Background: an optimization exercise with open tools, aiming at small area, a short achievable clock period and few clock cycles per item. Do not read the settings as production practice. Only simulation tests tie the RTL to the original design; equivalence was not proved.

--- design/flow/config.mk ---
export PLATFORM = sky130hd
export DESIGN_NAME = pe_row_unit
export DESIGN_NICKNAME = pe_row_unit
export VERILOG_FILES = /design/flow/design.v
export SDC_FILE = /design/flow/constraint.sdc
export NUM_CORES = 4
export LEC_CHECK = 0
export CAP_MARGIN = 20
export CORE_MARGIN = 2
export CORE_UTILIZATION = 40
export PLACE_DENSITY = 0.6
export SLEW_MARGIN = 20
--- design/flow/run.sh ---
#!/bin/bash
# synth_recipe.tcl (not shown) runs the flow's synth.tcl, then flattens the netlist and writes it again
# the make line also repeats each setting of config.mk as NAME=value (left out here)
make -C /OpenROAD-flow-scripts/flow DESIGN_CONFIG=/design/flow/config.mk WORK_HOME=/design/flow/orfs CLKGATE_MAP_FILE= SYNTH_SCRIPT=/design/flow/synth_recipe.tcl finish
--- design/flow/design.v ---
module pe_row_unit #(
    parameter W = 2                       
) (
    input  wire              clk,
    input  wire              rst,         
    input  wire              in_valid,
    output wire              in_ready,
    input  wire [4:0]        in_k,        
    input  wire [23:0]       in_miss,     
    input  wire [24*8*W-1:0] in_data,     
    output reg               out_valid,
    input  wire              out_ready,
    output reg  [24*8*W-1:0] out_data,
    output reg  [2:0]        out_case,    
    output reg               out_lost     
);
    localparam LW = 8 * W;                
    function [7:0] gf_mul2(input [7:0] a);
        gf_mul2 = {a[6:0], 1'b0} ^ (a[7] ? 8'h1D : 8'h00);
    endfunction
    function [7:0] gf_mul(input [7:0] a, input [7:0] b);
        reg [7:0] p, aa;
        integer i;
        begin
            p  = 8'h00;
            aa = a;
            for (i = 0; i < 8; i = i + 1) begin
                if (b[i]) p = p ^ aa;
                aa = gf_mul2(aa);
            end
            gf_mul = p;
        end
    endfunction
    function [7:0] gf_exp(input [7:0] e);
        case (e)
            8'd0: gf_exp = 8'h01;
            8'd1: gf_exp = 8'h02;
            8'd2: gf_exp = 8'h04;
            8'd3: gf_exp = 8'h08;
            8'd4: gf_exp = 8'h10;
            8'd5: gf_exp = 8'h20;
            8'd6: gf_exp = 8'h40;
            8'd7: gf_exp = 8'h80;
            8'd8: gf_exp = 8'h1D;
            8'd9: gf_exp = 8'h3A;
            8'd10: gf_exp = 8'h74;
            8'd11: gf_exp = 8'hE8;
            8'd12: gf_exp = 8'hCD;
            8'd13: gf_exp = 8'h87;
            8'd14: gf_exp = 8'h13;
            8'd15: gf_exp = 8'h26;
            8'd16: gf_exp = 8'h4C;
            8'd17: gf_exp = 8'h98;
            8'd18: gf_exp = 8'h2D;
            8'd19: gf_exp = 8'h5A;
            8'd20: gf_exp = 8'hB4;
            8'd21: gf_exp = 8'h75;
            8'd22: gf_exp = 8'hEA;
            8'd23: gf_exp = 8'hC9;
            8'd24: gf_exp = 8'h8F;
            8'd25: gf_exp = 8'h03;
            8'd26: gf_exp = 8'h06;
            8'd27: gf_exp = 8'h0C;
            8'd28: gf_exp = 8'h18;
            8'd29: gf_exp = 8'h30;
            8'd30: gf_exp = 8'h60;
            8'd31: gf_exp = 8'hC0;
            8'd32: gf_exp = 8'h9D;
            8'd33: gf_exp = 8'h27;
            8'd34: gf_exp = 8'h4E;
            8'd35: gf_exp = 8'h9C;
            8'd36: gf_exp = 8'h25;
            8'd37: gf_exp = 8'h4A;
            8'd38: gf_exp = 8'h94;
            8'd39: gf_exp = 8'h35;
            8'd40: gf_exp = 8'h6A;
            8'd41: gf_exp = 8'hD4;
            8'd42: gf_exp = 8'hB5;
            8'd43: gf_exp = 8'h77;
            8'd44: gf_exp = 8'hEE;
            8'd45: gf_exp = 8'hC1;
            8'd46: gf_exp = 8'h9F;
            8'd47: gf_exp = 8'h23;
            8'd48: gf_exp = 8'h46;
            8'd49: gf_exp = 8'h8C;
            8'd50: gf_exp = 8'h05;
            8'd51: gf_exp = 8'h0A;
            8'd52: gf_exp = 8'h14;
            8'd53: gf_exp = 8'h28;
            8'd54: gf_exp = 8'h50;
            8'd55: gf_exp = 8'hA0;
            8'd56: gf_exp = 8'h5D;
            8'd57: gf_exp = 8'hBA;
            8'd58: gf_exp = 8'h69;
            8'd59: gf_exp = 8'hD2;
            8'd60: gf_exp = 8'hB9;
            8'd61: gf_exp = 8'h6F;
            8'd62: gf_exp = 8'hDE;
            8'd63: gf_exp = 8'hA1;
            8'd64: gf_exp = 8'h5F;
            8'd65: gf_exp = 8'hBE;
            8'd66: gf_exp = 8'h61;
            8'd67: gf_exp = 8'hC2;
            8'd68: gf_exp = 8'h99;
            8'd69: gf_exp = 8'h2F;
            8'd70: gf_exp = 8'h5E;
            8'd71: gf_exp = 8'hBC;
            8'd72: gf_exp = 8'h65;
            8'd73: gf_exp = 8'hCA;
            8'd74: gf_exp = 8'h89;
            8'd75: gf_exp = 8'h0F;
            8'd76: gf_exp = 8'h1E;
            8'd77: gf_exp = 8'h3C;
            8'd78: gf_exp = 8'h78;
            8'd79: gf_exp = 8'hF0;
            8'd80: gf_exp = 8'hFD;
            8'd81: gf_exp = 8'hE7;
            8'd82: gf_exp = 8'hD3;
            8'd83: gf_exp = 8'hBB;
            8'd84: gf_exp = 8'h6B;
            8'd85: gf_exp = 8'hD6;
            8'd86: gf_exp = 8'hB1;
            8'd87: gf_exp = 8'h7F;
            8'd88: gf_exp = 8'hFE;
            8'd89: gf_exp = 8'hE1;
            8'd90: gf_exp = 8'hDF;
            8'd91: gf_exp = 8'hA3;
            8'd92: gf_exp = 8'h5B;
            8'd93: gf_exp = 8'hB6;
            8'd94: gf_exp = 8'h71;
            8'd95: gf_exp = 8'hE2;
            8'd96: gf_exp = 8'hD9;
            8'd97: gf_exp = 8'hAF;
            8'd98: gf_exp = 8'h43;
            8'd99: gf_exp = 8'h86;
            8'd100: gf_exp = 8'h11;
            8'd101: gf_exp = 8'h22;
            8'd102: gf_exp = 8'h44;
            8'd103: gf_exp = 8'h88;
            8'd104: gf_exp = 8'h0D;
            8'd105: gf_exp = 8'h1A;
            8'd106: gf_exp = 8'h34;
            8'd107: gf_exp = 8'h68;
            8'd108: gf_exp = 8'hD0;
            8'd109: gf_exp = 8'hBD;
            8'd110: gf_exp = 8'h67;
            8'd111: gf_exp = 8'hCE;
            8'd112: gf_exp = 8'h81;
            8'd113: gf_exp = 8'h1F;
            8'd114: gf_exp = 8'h3E;
            8'd115: gf_exp = 8'h7C;
            8'd116: gf_exp = 8'hF8;
            8'd117: gf_exp = 8'hED;
            8'd118: gf_exp = 8'hC7;
            8'd119: gf_exp = 8'h93;
            8'd120: gf_exp = 8'h3B;
            8'd121: gf_exp = 8'h76;
            8'd122: gf_exp = 8'hEC;
            8'd123: gf_exp = 8'hC5;
            8'd124: gf_exp = 8'h97;
            8'd125: gf_exp = 8'h33;
            8'd126: gf_exp = 8'h66;
            8'd127: gf_exp = 8'hCC;
            8'd128: gf_exp = 8'h85;
            8'd129: gf_exp = 8'h17;
            8'd130: gf_exp = 8'h2E;
            8'd131: gf_exp = 8'h5C;
            8'd132: gf_exp = 8'hB8;
            8'd133: gf_exp = 8'h6D;
            8'd134: gf_exp = 8'hDA;
            8'd135: gf_exp = 8'hA9;
            8'd136: gf_exp = 8'h4F;
            8'd137: gf_exp = 8'h9E;
            8'd138: gf_exp = 8'h21;
            8'd139: gf_exp = 8'h42;
            8'd140: gf_exp = 8'h84;
            8'd141: gf_exp = 8'h15;
            8'd142: gf_exp = 8'h2A;
            8'd143: gf_exp = 8'h54;
            8'd144: gf_exp = 8'hA8;
            8'd145: gf_exp = 8'h4D;
            8'd146: gf_exp = 8'h9A;
            8'd147: gf_exp = 8'h29;
            8'd148: gf_exp = 8'h52;
            8'd149: gf_exp = 8'hA4;
            8'd150: gf_exp = 8'h55;
            8'd151: gf_exp = 8'hAA;
            8'd152: gf_exp = 8'h49;
            8'd153: gf_exp = 8'h92;
            8'd154: gf_exp = 8'h39;
            8'd155: gf_exp = 8'h72;
            8'd156: gf_exp = 8'hE4;
            8'd157: gf_exp = 8'hD5;
            8'd158: gf_exp = 8'hB7;
            8'd159: gf_exp = 8'h73;
            8'd160: gf_exp = 8'hE6;
            8'd161: gf_exp = 8'hD1;
            8'd162: gf_exp = 8'hBF;
            8'd163: gf_exp = 8'h63;
            8'd164: gf_exp = 8'hC6;
            8'd165: gf_exp = 8'h91;
            8'd166: gf_exp = 8'h3F;
            8'd167: gf_exp = 8'h7E;
            8'd168: gf_exp = 8'hFC;
            8'd169: gf_exp = 8'hE5;
            8'd170: gf_exp = 8'hD7;
            8'd171: gf_exp = 8'hB3;
            8'd172: gf_exp = 8'h7B;
            8'd173: gf_exp = 8'hF6;
            8'd174: gf_exp = 8'hF1;
            8'd175: gf_exp = 8'hFF;
            8'd176: gf_exp = 8'hE3;
            8'd177: gf_exp = 8'hDB;
            8'd178: gf_exp = 8'hAB;
            8'd179: gf_exp = 8'h4B;
            8'd180: gf_exp = 8'h96;
            8'd181: gf_exp = 8'h31;
            8'd182: gf_exp = 8'h62;
            8'd183: gf_exp = 8'hC4;
            8'd184: gf_exp = 8'h95;
            8'd185: gf_exp = 8'h37;
            8'd186: gf_exp = 8'h6E;
            8'd187: gf_exp = 8'hDC;
            8'd188: gf_exp = 8'hA5;
            8'd189: gf_exp = 8'h57;
            8'd190: gf_exp = 8'hAE;
            8'd191: gf_exp = 8'h41;
            8'd192: gf_exp = 8'h82;
            8'd193: gf_exp = 8'h19;
            8'd194: gf_exp = 8'h32;
            8'd195: gf_exp = 8'h64;
            8'd196: gf_exp = 8'hC8;
            8'd197: gf_exp = 8'h8D;
            8'd198: gf_exp = 8'h07;
            8'd199: gf_exp = 8'h0E;
            8'd200: gf_exp = 8'h1C;
            8'd201: gf_exp = 8'h38;
            8'd202: gf_exp = 8'h70;
            8'd203: gf_exp = 8'hE0;
            8'd204: gf_exp = 8'hDD;
            8'd205: gf_exp = 8'hA7;
            8'd206: gf_exp = 8'h53;
            8'd207: gf_exp = 8'hA6;
            8'd208: gf_exp = 8'h51;
            8'd209: gf_exp = 8'hA2;
            8'd210: gf_exp = 8'h59;
            8'd211: gf_exp = 8'hB2;
            8'd212: gf_exp = 8'h79;
            8'd213: gf_exp = 8'hF2;
            8'd214: gf_exp = 8'hF9;
            8'd215: gf_exp = 8'hEF;
            8'd216: gf_exp = 8'hC3;
            8'd217: gf_exp = 8'h9B;
            8'd218: gf_exp = 8'h2B;
            8'd219: gf_exp = 8'h56;
            8'd220: gf_exp = 8'hAC;
            8'd221: gf_exp = 8'h45;
            8'd222: gf_exp = 8'h8A;
            8'd223: gf_exp = 8'h09;
            8'd224: gf_exp = 8'h12;
            8'd225: gf_exp = 8'h24;
            8'd226: gf_exp = 8'h48;
            8'd227: gf_exp = 8'h90;
            8'd228: gf_exp = 8'h3D;
            8'd229: gf_exp = 8'h7A;
            8'd230: gf_exp = 8'hF4;
            8'd231: gf_exp = 8'hF5;
            8'd232: gf_exp = 8'hF7;
            8'd233: gf_exp = 8'hF3;
            8'd234: gf_exp = 8'hFB;
            8'd235: gf_exp = 8'hEB;
            8'd236: gf_exp = 8'hCB;
            8'd237: gf_exp = 8'h8B;
            8'd238: gf_exp = 8'h0B;
            8'd239: gf_exp = 8'h16;
            8'd240: gf_exp = 8'h2C;
            8'd241: gf_exp = 8'h58;
            8'd242: gf_exp = 8'hB0;
            8'd243: gf_exp = 8'h7D;
            8'd244: gf_exp = 8'hFA;
            8'd245: gf_exp = 8'hE9;
            8'd246: gf_exp = 8'hCF;
            8'd247: gf_exp = 8'h83;
            8'd248: gf_exp = 8'h1B;
            8'd249: gf_exp = 8'h36;
            8'd250: gf_exp = 8'h6C;
            8'd251: gf_exp = 8'hD8;
            8'd252: gf_exp = 8'hAD;
            8'd253: gf_exp = 8'h47;
            8'd254: gf_exp = 8'h8E;
            8'd255: gf_exp = 8'h01;
            default: gf_exp = 8'h00;
        endcase
    endfunction
    function [7:0] gf_inv(input [7:0] a);
        case (a)
            8'h00: gf_inv = 8'h00;
            8'h01: gf_inv = 8'h01;
            8'h02: gf_inv = 8'h8E;
            8'h03: gf_inv = 8'hF4;
            8'h04: gf_inv = 8'h47;
            8'h05: gf_inv = 8'hA7;
            8'h06: gf_inv = 8'h7A;
            8'h07: gf_inv = 8'hBA;
            8'h08: gf_inv = 8'hAD;
            8'h09: gf_inv = 8'h9D;
            8'h0A: gf_inv = 8'hDD;
            8'h0B: gf_inv = 8'h98;
            8'h0C: gf_inv = 8'h3D;
            8'h0D: gf_inv = 8'hAA;
            8'h0E: gf_inv = 8'h5D;
            8'h0F: gf_inv = 8'h96;
            8'h10: gf_inv = 8'hD8;
            8'h11: gf_inv = 8'h72;
            8'h12: gf_inv = 8'hC0;
            8'h13: gf_inv = 8'h58;
            8'h14: gf_inv = 8'hE0;
            8'h15: gf_inv = 8'h3E;
            8'h16: gf_inv = 8'h4C;
            8'h17: gf_inv = 8'h66;
            8'h18: gf_inv = 8'h90;
            8'h19: gf_inv = 8'hDE;
            8'h1A: gf_inv = 8'h55;
            8'h1B: gf_inv = 8'h80;
            8'h1C: gf_inv = 8'hA0;
            8'h1D: gf_inv = 8'h83;
            8'h1E: gf_inv = 8'h4B;
            8'h1F: gf_inv = 8'h2A;
            8'h20: gf_inv = 8'h6C;
            8'h21: gf_inv = 8'hED;
            8'h22: gf_inv = 8'h39;
            8'h23: gf_inv = 8'h51;
            8'h24: gf_inv = 8'h60;
            8'h25: gf_inv = 8'h56;
            8'h26: gf_inv = 8'h2C;
            8'h27: gf_inv = 8'h8A;
            8'h28: gf_inv = 8'h70;
            8'h29: gf_inv = 8'hD0;
            8'h2A: gf_inv = 8'h1F;
            8'h2B: gf_inv = 8'h4A;
            8'h2C: gf_inv = 8'h26;
            8'h2D: gf_inv = 8'h8B;
            8'h2E: gf_inv = 8'h33;
            8'h2F: gf_inv = 8'h6E;
            8'h30: gf_inv = 8'h48;
            8'h31: gf_inv = 8'h89;
            8'h32: gf_inv = 8'h6F;
            8'h33: gf_inv = 8'h2E;
            8'h34: gf_inv = 8'hA4;
            8'h35: gf_inv = 8'hC3;
            8'h36: gf_inv = 8'h40;
            8'h37: gf_inv = 8'h5E;
            8'h38: gf_inv = 8'h50;
            8'h39: gf_inv = 8'h22;
            8'h3A: gf_inv = 8'hCF;
            8'h3B: gf_inv = 8'hA9;
            8'h3C: gf_inv = 8'hAB;
            8'h3D: gf_inv = 8'h0C;
            8'h3E: gf_inv = 8'h15;
            8'h3F: gf_inv = 8'hE1;
            8'h40: gf_inv = 8'h36;
            8'h41: gf_inv = 8'h5F;
            8'h42: gf_inv = 8'hF8;
            8'h43: gf_inv = 8'hD5;
            8'h44: gf_inv = 8'h92;
            8'h45: gf_inv = 8'h4E;
            8'h46: gf_inv = 8'hA6;
            8'h47: gf_inv = 8'h04;
            8'h48: gf_inv = 8'h30;
            8'h49: gf_inv = 8'h88;
            8'h4A: gf_inv = 8'h2B;
            8'h4B: gf_inv = 8'h1E;
            8'h4C: gf_inv = 8'h16;
            8'h4D: gf_inv = 8'h67;
            8'h4E: gf_inv = 8'h45;
            8'h4F: gf_inv = 8'h93;
            8'h50: gf_inv = 8'h38;
            8'h51: gf_inv = 8'h23;
            8'h52: gf_inv = 8'h68;
            8'h53: gf_inv = 8'h8C;
            8'h54: gf_inv = 8'h81;
            8'h55: gf_inv = 8'h1A;
            8'h56: gf_inv = 8'h25;
            8'h57: gf_inv = 8'h61;
            8'h58: gf_inv = 8'h13;
            8'h59: gf_inv = 8'hC1;
            8'h5A: gf_inv = 8'hCB;
            8'h5B: gf_inv = 8'h63;
            8'h5C: gf_inv = 8'h97;
            8'h5D: gf_inv = 8'h0E;
            8'h5E: gf_inv = 8'h37;
            8'h5F: gf_inv = 8'h41;
            8'h60: gf_inv = 8'h24;
            8'h61: gf_inv = 8'h57;
            8'h62: gf_inv = 8'hCA;
            8'h63: gf_inv = 8'h5B;
            8'h64: gf_inv = 8'hB9;
            8'h65: gf_inv = 8'hC4;
            8'h66: gf_inv = 8'h17;
            8'h67: gf_inv = 8'h4D;
            8'h68: gf_inv = 8'h52;
            8'h69: gf_inv = 8'h8D;
            8'h6A: gf_inv = 8'hEF;
            8'h6B: gf_inv = 8'hB3;
            8'h6C: gf_inv = 8'h20;
            8'h6D: gf_inv = 8'hEC;
            8'h6E: gf_inv = 8'h2F;
            8'h6F: gf_inv = 8'h32;
            8'h70: gf_inv = 8'h28;
            8'h71: gf_inv = 8'hD1;
            8'h72: gf_inv = 8'h11;
            8'h73: gf_inv = 8'hD9;
            8'h74: gf_inv = 8'hE9;
            8'h75: gf_inv = 8'hFB;
            8'h76: gf_inv = 8'hDA;
            8'h77: gf_inv = 8'h79;
            8'h78: gf_inv = 8'hDB;
            8'h79: gf_inv = 8'h77;
            8'h7A: gf_inv = 8'h06;
            8'h7B: gf_inv = 8'hBB;
            8'h7C: gf_inv = 8'h84;
            8'h7D: gf_inv = 8'hCD;
            8'h7E: gf_inv = 8'hFE;
            8'h7F: gf_inv = 8'hFC;
            8'h80: gf_inv = 8'h1B;
            8'h81: gf_inv = 8'h54;
            8'h82: gf_inv = 8'hA1;
            8'h83: gf_inv = 8'h1D;
            8'h84: gf_inv = 8'h7C;
            8'h85: gf_inv = 8'hCC;
            8'h86: gf_inv = 8'hE4;
            8'h87: gf_inv = 8'hB0;
            8'h88: gf_inv = 8'h49;
            8'h89: gf_inv = 8'h31;
            8'h8A: gf_inv = 8'h27;
            8'h8B: gf_inv = 8'h2D;
            8'h8C: gf_inv = 8'h53;
            8'h8D: gf_inv = 8'h69;
            8'h8E: gf_inv = 8'h02;
            8'h8F: gf_inv = 8'hF5;
            8'h90: gf_inv = 8'h18;
            8'h91: gf_inv = 8'hDF;
            8'h92: gf_inv = 8'h44;
            8'h93: gf_inv = 8'h4F;
            8'h94: gf_inv = 8'h9B;
            8'h95: gf_inv = 8'hBC;
            8'h96: gf_inv = 8'h0F;
            8'h97: gf_inv = 8'h5C;
            8'h98: gf_inv = 8'h0B;
            8'h99: gf_inv = 8'hDC;
            8'h9A: gf_inv = 8'hBD;
            8'h9B: gf_inv = 8'h94;
            8'h9C: gf_inv = 8'hAC;
            8'h9D: gf_inv = 8'h09;
            8'h9E: gf_inv = 8'hC7;
            8'h9F: gf_inv = 8'hA2;
            8'hA0: gf_inv = 8'h1C;
            8'hA1: gf_inv = 8'h82;
            8'hA2: gf_inv = 8'h9F;
            8'hA3: gf_inv = 8'hC6;
            8'hA4: gf_inv = 8'h34;
            8'hA5: gf_inv = 8'hC2;
            8'hA6: gf_inv = 8'h46;
            8'hA7: gf_inv = 8'h05;
            8'hA8: gf_inv = 8'hCE;
            8'hA9: gf_inv = 8'h3B;
            8'hAA: gf_inv = 8'h0D;
            8'hAB: gf_inv = 8'h3C;
            8'hAC: gf_inv = 8'h9C;
            8'hAD: gf_inv = 8'h08;
            8'hAE: gf_inv = 8'hBE;
            8'hAF: gf_inv = 8'hB7;
            8'hB0: gf_inv = 8'h87;
            8'hB1: gf_inv = 8'hE5;
            8'hB2: gf_inv = 8'hEE;
            8'hB3: gf_inv = 8'h6B;
            8'hB4: gf_inv = 8'hEB;
            8'hB5: gf_inv = 8'hF2;
            8'hB6: gf_inv = 8'hBF;
            8'hB7: gf_inv = 8'hAF;
            8'hB8: gf_inv = 8'hC5;
            8'hB9: gf_inv = 8'h64;
            8'hBA: gf_inv = 8'h07;
            8'hBB: gf_inv = 8'h7B;
            8'hBC: gf_inv = 8'h95;
            8'hBD: gf_inv = 8'h9A;
            8'hBE: gf_inv = 8'hAE;
            8'hBF: gf_inv = 8'hB6;
            8'hC0: gf_inv = 8'h12;
            8'hC1: gf_inv = 8'h59;
            8'hC2: gf_inv = 8'hA5;
            8'hC3: gf_inv = 8'h35;
            8'hC4: gf_inv = 8'h65;
            8'hC5: gf_inv = 8'hB8;
            8'hC6: gf_inv = 8'hA3;
            8'hC7: gf_inv = 8'h9E;
            8'hC8: gf_inv = 8'hD2;
            8'hC9: gf_inv = 8'hF7;
            8'hCA: gf_inv = 8'h62;
            8'hCB: gf_inv = 8'h5A;
            8'hCC: gf_inv = 8'h85;
            8'hCD: gf_inv = 8'h7D;
            8'hCE: gf_inv = 8'hA8;
            8'hCF: gf_inv = 8'h3A;
            8'hD0: gf_inv = 8'h29;
            8'hD1: gf_inv = 8'h71;
            8'hD2: gf_inv = 8'hC8;
            8'hD3: gf_inv = 8'hF6;
            8'hD4: gf_inv = 8'hF9;
            8'hD5: gf_inv = 8'h43;
            8'hD6: gf_inv = 8'hD7;
            8'hD7: gf_inv = 8'hD6;
            8'hD8: gf_inv = 8'h10;
            8'hD9: gf_inv = 8'h73;
            8'hDA: gf_inv = 8'h76;
            8'hDB: gf_inv = 8'h78;
            8'hDC: gf_inv = 8'h99;
            8'hDD: gf_inv = 8'h0A;
            8'hDE: gf_inv = 8'h19;
            8'hDF: gf_inv = 8'h91;
            8'hE0: gf_inv = 8'h14;
            8'hE1: gf_inv = 8'h3F;
            8'hE2: gf_inv = 8'hE6;
            8'hE3: gf_inv = 8'hF0;
            8'hE4: gf_inv = 8'h86;
            8'hE5: gf_inv = 8'hB1;
            8'hE6: gf_inv = 8'hE2;
            8'hE7: gf_inv = 8'hF1;
            8'hE8: gf_inv = 8'hFA;
            8'hE9: gf_inv = 8'h74;
            8'hEA: gf_inv = 8'hF3;
            8'hEB: gf_inv = 8'hB4;
            8'hEC: gf_inv = 8'h6D;
            8'hED: gf_inv = 8'h21;
            8'hEE: gf_inv = 8'hB2;
            8'hEF: gf_inv = 8'h6A;
            8'hF0: gf_inv = 8'hE3;
            8'hF1: gf_inv = 8'hE7;
            8'hF2: gf_inv = 8'hB5;
            8'hF3: gf_inv = 8'hEA;
            8'hF4: gf_inv = 8'h03;
            8'hF5: gf_inv = 8'h8F;
            8'hF6: gf_inv = 8'hD3;
            8'hF7: gf_inv = 8'hC9;
            8'hF8: gf_inv = 8'h42;
            8'hF9: gf_inv = 8'hD4;
            8'hFA: gf_inv = 8'hE8;
            8'hFB: gf_inv = 8'h75;
            8'hFC: gf_inv = 8'h7F;
            8'hFD: gf_inv = 8'hFF;
            8'hFE: gf_inv = 8'h7E;
            8'hFF: gf_inv = 8'hFD;
            default: gf_inv = 8'h00;
        endcase
    endfunction
    function [LW-1:0] lane_mul(input [LW-1:0] v, input [7:0] c);
        integer b;
        begin
            for (b = 0; b < W; b = b + 1)
                lane_mul[8*b +: 8] = gf_mul(v[8*b +: 8], c);
        end
    endfunction
    reg  a_valid, b_valid;
    wire advance = !out_valid || out_ready;
    assign in_ready = advance;
    reg [4:0]        a_k;
    reg [23:0]       a_miss;
    reg [24*LW-1:0]  a_data;
    always @(posedge clk) begin
        if (rst) begin
            a_valid <= 1'b0;
        end else if (advance) begin
            a_valid <= in_valid;
        end
        if (advance) begin
            a_k    <= in_k;
            a_miss <= in_miss;
            a_data <= in_data;
        end
    end
    reg [21:0]      s1_dmiss;      
    reg [21:0]      s1_member;     
    reg [21*LW+LW-1:0] s1_dpres;   
    reg [LW-1:0]    s1_psum;       
    reg [LW-1:0]    s1_qsum;       
    reg [4:0]       s1_x, s1_y;
    reg [4:0]       s1_nd;
    reg [2:0]       s1_case;
    reg             s1_lost;
    reg [7:0]       s1_cinvx;      
    reg [7:0]       s1_gyx;        
    reg [7:0]       s1_cdiv;       
    reg             s1_found_x;
    integer i;
    always @* begin
        s1_dpres = {22*LW{1'b0}};
        s1_psum  = a_miss[22] ? {LW{1'b0}} : a_data[22*LW +: LW];
        s1_qsum  = a_miss[23] ? {LW{1'b0}} : a_data[23*LW +: LW];
        s1_nd    = 5'd0;
        s1_x     = 5'd0;
        s1_y     = 5'd0;
        s1_found_x = 1'b0;
        for (i = 0; i < 22; i = i + 1) begin
            s1_member[i] = (i < a_k);
            s1_dmiss[i]  = s1_member[i] && a_miss[i];
            if (s1_member[i] && !a_miss[i]) begin
                s1_dpres[i*LW +: LW] = a_data[i*LW +: LW];
                s1_psum = s1_psum ^ a_data[i*LW +: LW];
                s1_qsum = s1_qsum ^ lane_mul(a_data[i*LW +: LW], gf_exp(i[7:0]));
            end
            if (s1_dmiss[i]) begin
                s1_nd = s1_nd + 5'd1;
                if (!s1_found_x) begin
                    s1_x = i;
                    s1_found_x = 1'b1;
                end else if (s1_y == 5'd0) begin
                    s1_y = i;
                end
            end
        end
        s1_lost = (s1_nd + a_miss[22] + a_miss[23]) > 2;
        s1_case = 3'd0;
        if (!s1_lost) begin
            if (s1_nd == 0) begin
                if (a_miss[22] && a_miss[23]) s1_case = 3'd4;
                else if (a_miss[22])          s1_case = 3'd1;
                else if (a_miss[23])          s1_case = 3'd2;
            end else if (s1_nd == 1) begin
                if (a_miss[22])               s1_case = 3'd6;
                else if (a_miss[23])          s1_case = 3'd5;
                else                          s1_case = 3'd3;
            end else begin
                s1_case = 3'd7;
            end
        end
        s1_cinvx = gf_exp(8'd255 - {3'b000, s1_x});
        s1_gyx   = gf_exp({3'b000, s1_y} - {3'b000, s1_x});
        s1_cdiv  = gf_inv(8'h01 ^ s1_gyx);
    end
    reg [21:0]      b_dmiss;
    reg [22*LW-1:0] b_dpres;
    reg [LW-1:0]    b_psum, b_qsum;
    reg [LW-1:0]    b_pin, b_qin;
    reg             b_pmiss, b_qmiss;
    reg [4:0]       b_x, b_y;
    reg [2:0]       b_case;
    reg             b_lost;
    reg [7:0]       b_cinvx, b_gyx, b_cdiv;
    always @(posedge clk) begin
        if (rst) begin
            b_valid <= 1'b0;
        end else if (advance) begin
            b_valid <= a_valid;
        end
        if (advance) begin
            b_dmiss  <= s1_dmiss;
            b_dpres  <= s1_dpres;
            b_psum   <= s1_psum;
            b_qsum   <= s1_qsum;
            b_pin    <= a_data[22*LW +: LW];
            b_qin    <= a_data[23*LW +: LW];
            b_pmiss  <= a_miss[22];
            b_qmiss  <= a_miss[23];
            b_x      <= s1_x;
            b_y      <= s1_y;
            b_case   <= s1_case;
            b_lost   <= s1_lost;
            b_cinvx  <= s1_cinvx;
            b_gyx    <= s1_gyx;
            b_cdiv   <= s1_cdiv;
        end
    end
    reg [LW-1:0]    s2_dx, s2_dy;
    reg [22*LW-1:0] s2_full;
    reg [LW-1:0]    s2_p, s2_q;
    reg [24*LW-1:0] s2_out;
    always @* begin
        case (b_case)
            3'd3, 3'd5: s2_dx = b_psum;
            3'd6:       s2_dx = lane_mul(b_qsum, b_cinvx);
            3'd7:       s2_dx = lane_mul(lane_mul(b_qsum, b_cinvx) ^ lane_mul(b_psum, b_gyx), b_cdiv);
            default:    s2_dx = {LW{1'b0}};
        endcase
        s2_dy = (b_case == 3'd7) ? (b_psum ^ s2_dx) : {LW{1'b0}};
        s2_full = b_dpres;
        if (!b_lost) begin
            for (i = 0; i < 22; i = i + 1) begin
                if (b_dmiss[i] && i == b_x) s2_full[i*LW +: LW] = s2_dx;
                if (b_dmiss[i] && i == b_y && b_case == 3'd7) s2_full[i*LW +: LW] = s2_dy;
            end
        end
        s2_p = {LW{1'b0}};
        s2_q = {LW{1'b0}};
        for (i = 0; i < 22; i = i + 1) begin
            s2_p = s2_p ^ s2_full[i*LW +: LW];
            s2_q = s2_q ^ lane_mul(s2_full[i*LW +: LW], gf_exp(i[7:0]));
        end
        s2_out = {24*LW{1'b0}};
        s2_out[0 +: 22*LW] = s2_full;
        if (!b_pmiss)     s2_out[22*LW +: LW] = b_pin;
        else if (!b_lost) s2_out[22*LW +: LW] = s2_p;
        if (!b_qmiss)     s2_out[23*LW +: LW] = b_qin;
        else if (!b_lost) s2_out[23*LW +: LW] = s2_q;
    end
    always @(posedge clk) begin
        if (rst) begin
            out_valid <= 1'b0;
        end else if (advance) begin
            out_valid <= b_valid;
        end
        if (advance) begin
            out_data <= s2_out;
            out_case <= b_case;
            out_lost <= b_lost;
        end
    end
endmodule
--- design/flow/constraint.sdc ---
create_clock -name core_clock -period 13.0 [get_ports {clk}]
set_input_delay 2.6000 -clock core_clock [delete_from_list [all_inputs] [get_ports {clk}]]
set_output_delay 2.6000 -clock core_clock [all_outputs]
set_load 0.01 [all_outputs]
==> results.txt <==
area by class of cell:
class,instances,area (sq um),area share
diodes,16,40.0,0.000370
clock buffers,157,3610,0.0334
clock inverters,95,1080,0.00998
inverters,209,791,0.00731
multi-input cells,6507,49700,0.459
flip-flops and latches,1282,38500,0.356
well taps,2992,3740,0.0346
repair buffers,1156,10800,0.0995
worst max-delay path, delay by kind of cell (launching register included):
family,cells,cell delay (ps)
AO/OA/AOI/OAI,13,2370
XOR/XNOR,1,180
multiplexers,2,340
buffers and inverters,5,480
adder cells (fa/ha/maj),19,5290
flip-flops,1,430
AND/OR/NAND/NOR,25,2980
routing by layer:
| metal | GRT usage | up-vias | routed length [microns] |
|---|---|---|---|
| met4 | 0.166 | 18 | 23600 |
| met1 | 0.601 | 38557 | 210000 |
| met5 | 0 | - | 109 |
| met2 | 0.606 | 5780 | 208000 |
| met3 | 0.139 | 754 | 65100 |
| li1 | - | 31324 | - |
worst paths after layout:
| path | from | endpoint | cells after the start |
|---|---|---|---|
| setup / recovery | a_k[1] | b_lost | 65 |
| hold / removal | a_data[360] | b_pin[8] | 0 |
| setup reg to reg | a_k[1] | b_lost | 65 |
| hold reg to reg | a_data[360] | b_pin[8] | 0 |
flip-flops by register name, indices dropped and copies added (netlist names), 8 cells and up:
register,cells
a_data,384
a_miss,24
b_cdiv,8
b_cinvx,8
b_dmiss,22
b_dpres,352
b_gyx,8
b_pin,16
b_psum,16
b_qin,16
b_qsum,16
out_data,384
placed cells by master, fill, tap and decap left out, drive strengths merged, types with 71 or more instances in the layout:
master         Yosys  layout
xnor2           1835    1835
edfxtp          1279    1279
nand2            947     947
clkdlybuf4s50      0     806
xor2             567     567
nor2             492     492
buf              139     350
and2             343     343
a21oi            322     322
o21ai            226     226
inv              199     213
xnor3            211     211
o22ai            170     170
clkbuf           350     157
a22oi            138     138
nand3            128     128
nor3              81      81
o22a              71      71
logic make-up after synthesis:
logic type / after synthesis
AO/OA/AOI/OAI: 1487
XOR/XNOR: 2637
adder cells (fa/ha/maj): 62
buffers and inverters: 698
flip-flops: 1282
multiplexers: 59
AND/OR/NAND/NOR: 2262
metrics by stage:
stage | cells | setup slack [ps] | hold WS [ps]
final | 12414 | 656 | 455
after global routing | 12405 | -153 | 470
after CTS | 12393 | 303 | 455
after detailed placement | 12141 | 418 | 437
after global placement | 12140 | 327 | 437
after floorplan | 8487 | -9440 | 418
timing repair:
item	CTS	global route
setup buffers	0	2
setup endpoints to repair	0	4
gates resized for setup	0	30
hold endpoints to repair	0	0
==> impl_metrics.json <==
{
  "dieArea_sq_um": 230000,
  "end_kind": "flop",
  "gp_congestion": 1.08,
  "ys.flop_type": "edfxtp_1",
  "synth-edff-count": 1279,
  "synth_top_family_by_area": "XOR/XNOR gates",
  "grt_max_degree": 183,
  "drive_above_1_share": 0.0893,
  "setup_tns_ps": 0,
  "cp-start-kind": "flop",
  "wl_per_cell_microns": 40.8,
  "avgSynthCellArea_sq_um": 10.7,
  "yosysTopAreaCell": "edfxtp_1",
  "yosys_warnings": 1,
  "reg2reg_slack_ps": 660,
  "tightest_slew_ps": 1370,
  "globalRouteTotalUtil": 0.427,
  "vias_per_cell": 6.16,
  "numCtsBuffers": 139,
  "dp_hpwl_mm": 412,
  "cts_root_buf": "clkbuf_16",
  "critPathMaxFanout": 4,
  "stdcell_area_sq_um": 108000,
  "yosys-top-cells-count": "xnor2_1, edfxtp_1, nand2_1",
  "vias": 76433,
  "ant_nets": 0,
  "syn_inst": 8487,
  "critPathMaxStageDelay_ps": 450,
  "fill_cells": 20539,
  "cts.sinks": 1282,
  "die_w_microns": 480,
  "start_util": 0.402,
  "fin_nets": 9770,
  "relSlewSlack": 0.0836,
  "yosysSeqAreaShare": 0.425,
  "grt_overflow": 0,
  "setup-violations-final": 0,
  "fmax_mhz": 81.0,
  "synth_seq_cells": 1282,
  "crit_top_cell": "ha_1",
  "finish.utilization": 0.481,
  "fin_crit_sh": 0.950,
  "core_area_sq_um": 225000,
  "rows": 174,
  "clk_transition_reported_paths_ps": 60,
  "async_flop_share": 0,
  "arrival_ps": 12890,
  "grt_pass1_wl_mm": 659,
  "cp.required_ps": 13540,
  "holdCritPathClass": "reg2reg",
  "drt_iter0_drc": 13010,
  "drt-total-wl_mm": 507,
  "synth_cell_type_count": 120,
  "synth.most_common_cell": "xnor2_1",
  "synth_compound_area_frac": 0.115,
  "finClkSkew_ps": 57.4,
  "dieHeight_microns": 480,
  "pin_count": 807,
  "drc_errors": 0,
  "dr.pass1.iters": 9,
  "area_growth_pct": 19.5,
  "cts_tree": "yes",
  "worst_path_max_delay_cell": "a2111o_1",
  "status": "finished clean",
  "syn_nets": 8962,
  "clk_path_buf_depth": 3,
  "synthAdderAreaFrac": 0.00863,
  "synth_area_leaders": "edfxtp_1, xnor2_1, xor2_1, xnor3_1, nand2_1",
  "holdBufCountCts": 0,
  "synth_xor_area_frac": 0.297,
  "insertion_delay_ps": 840,
  "grt_antenna_before_repair": 39,
  "placed_cell_area_sq_um": 103000,
  "grt_pass1_vias": 70404,
  "finalHoldViolCount": 0,
  "syn_area_sq_um": 90500,
  "htreeDepth": 4,
  "critPathKind": "reg2reg",
  "drv_cap": 0,
  "synthMuxAreaShare": 0.00684,
  "yosys.area.top_type_share": 0.424,
  "synth-simple-area-share": 0.115,
  "period_needed_ps": 12340,
  "slew_viol_final": 0,
  "portBuffers": 806
}
Testbench counts, summed over its fixed seeds: cycles 24,024, items 24,000.

[port drivers added, routing unchanged]
The flow's constraints put no driver on any port. The routed layout listed below was extracted and timed again, unchanged, in two steps. Step 1 (the two cells are an assumption about what drives the block):
set clk [get_ports {clk}]
set_driving_cell -lib_cell sky130_fd_sc_hd__clkbuf_16 $clk
set_driving_cell -lib_cell sky130_fd_sc_hd__buf_2 [delete_from_list [all_inputs] $clk]
Step 2, shift: input delay + t, output delay - t, t = (earliest + latest rising clock arrival at the registers) / 2. This alone moves slack from input paths to output paths. a / b / c = ideal ports / drivers / drivers and shift; a / b = the first two.
t (ns): 0.917
slack for setup (ns): 0.656 / 0.656 / 0.656
worst setup path at the end: register to register
After both steps this run still meets setup and hold. The setup slack of this run moves by 0.000 ns with the drivers and by 0.000 ns with both steps.
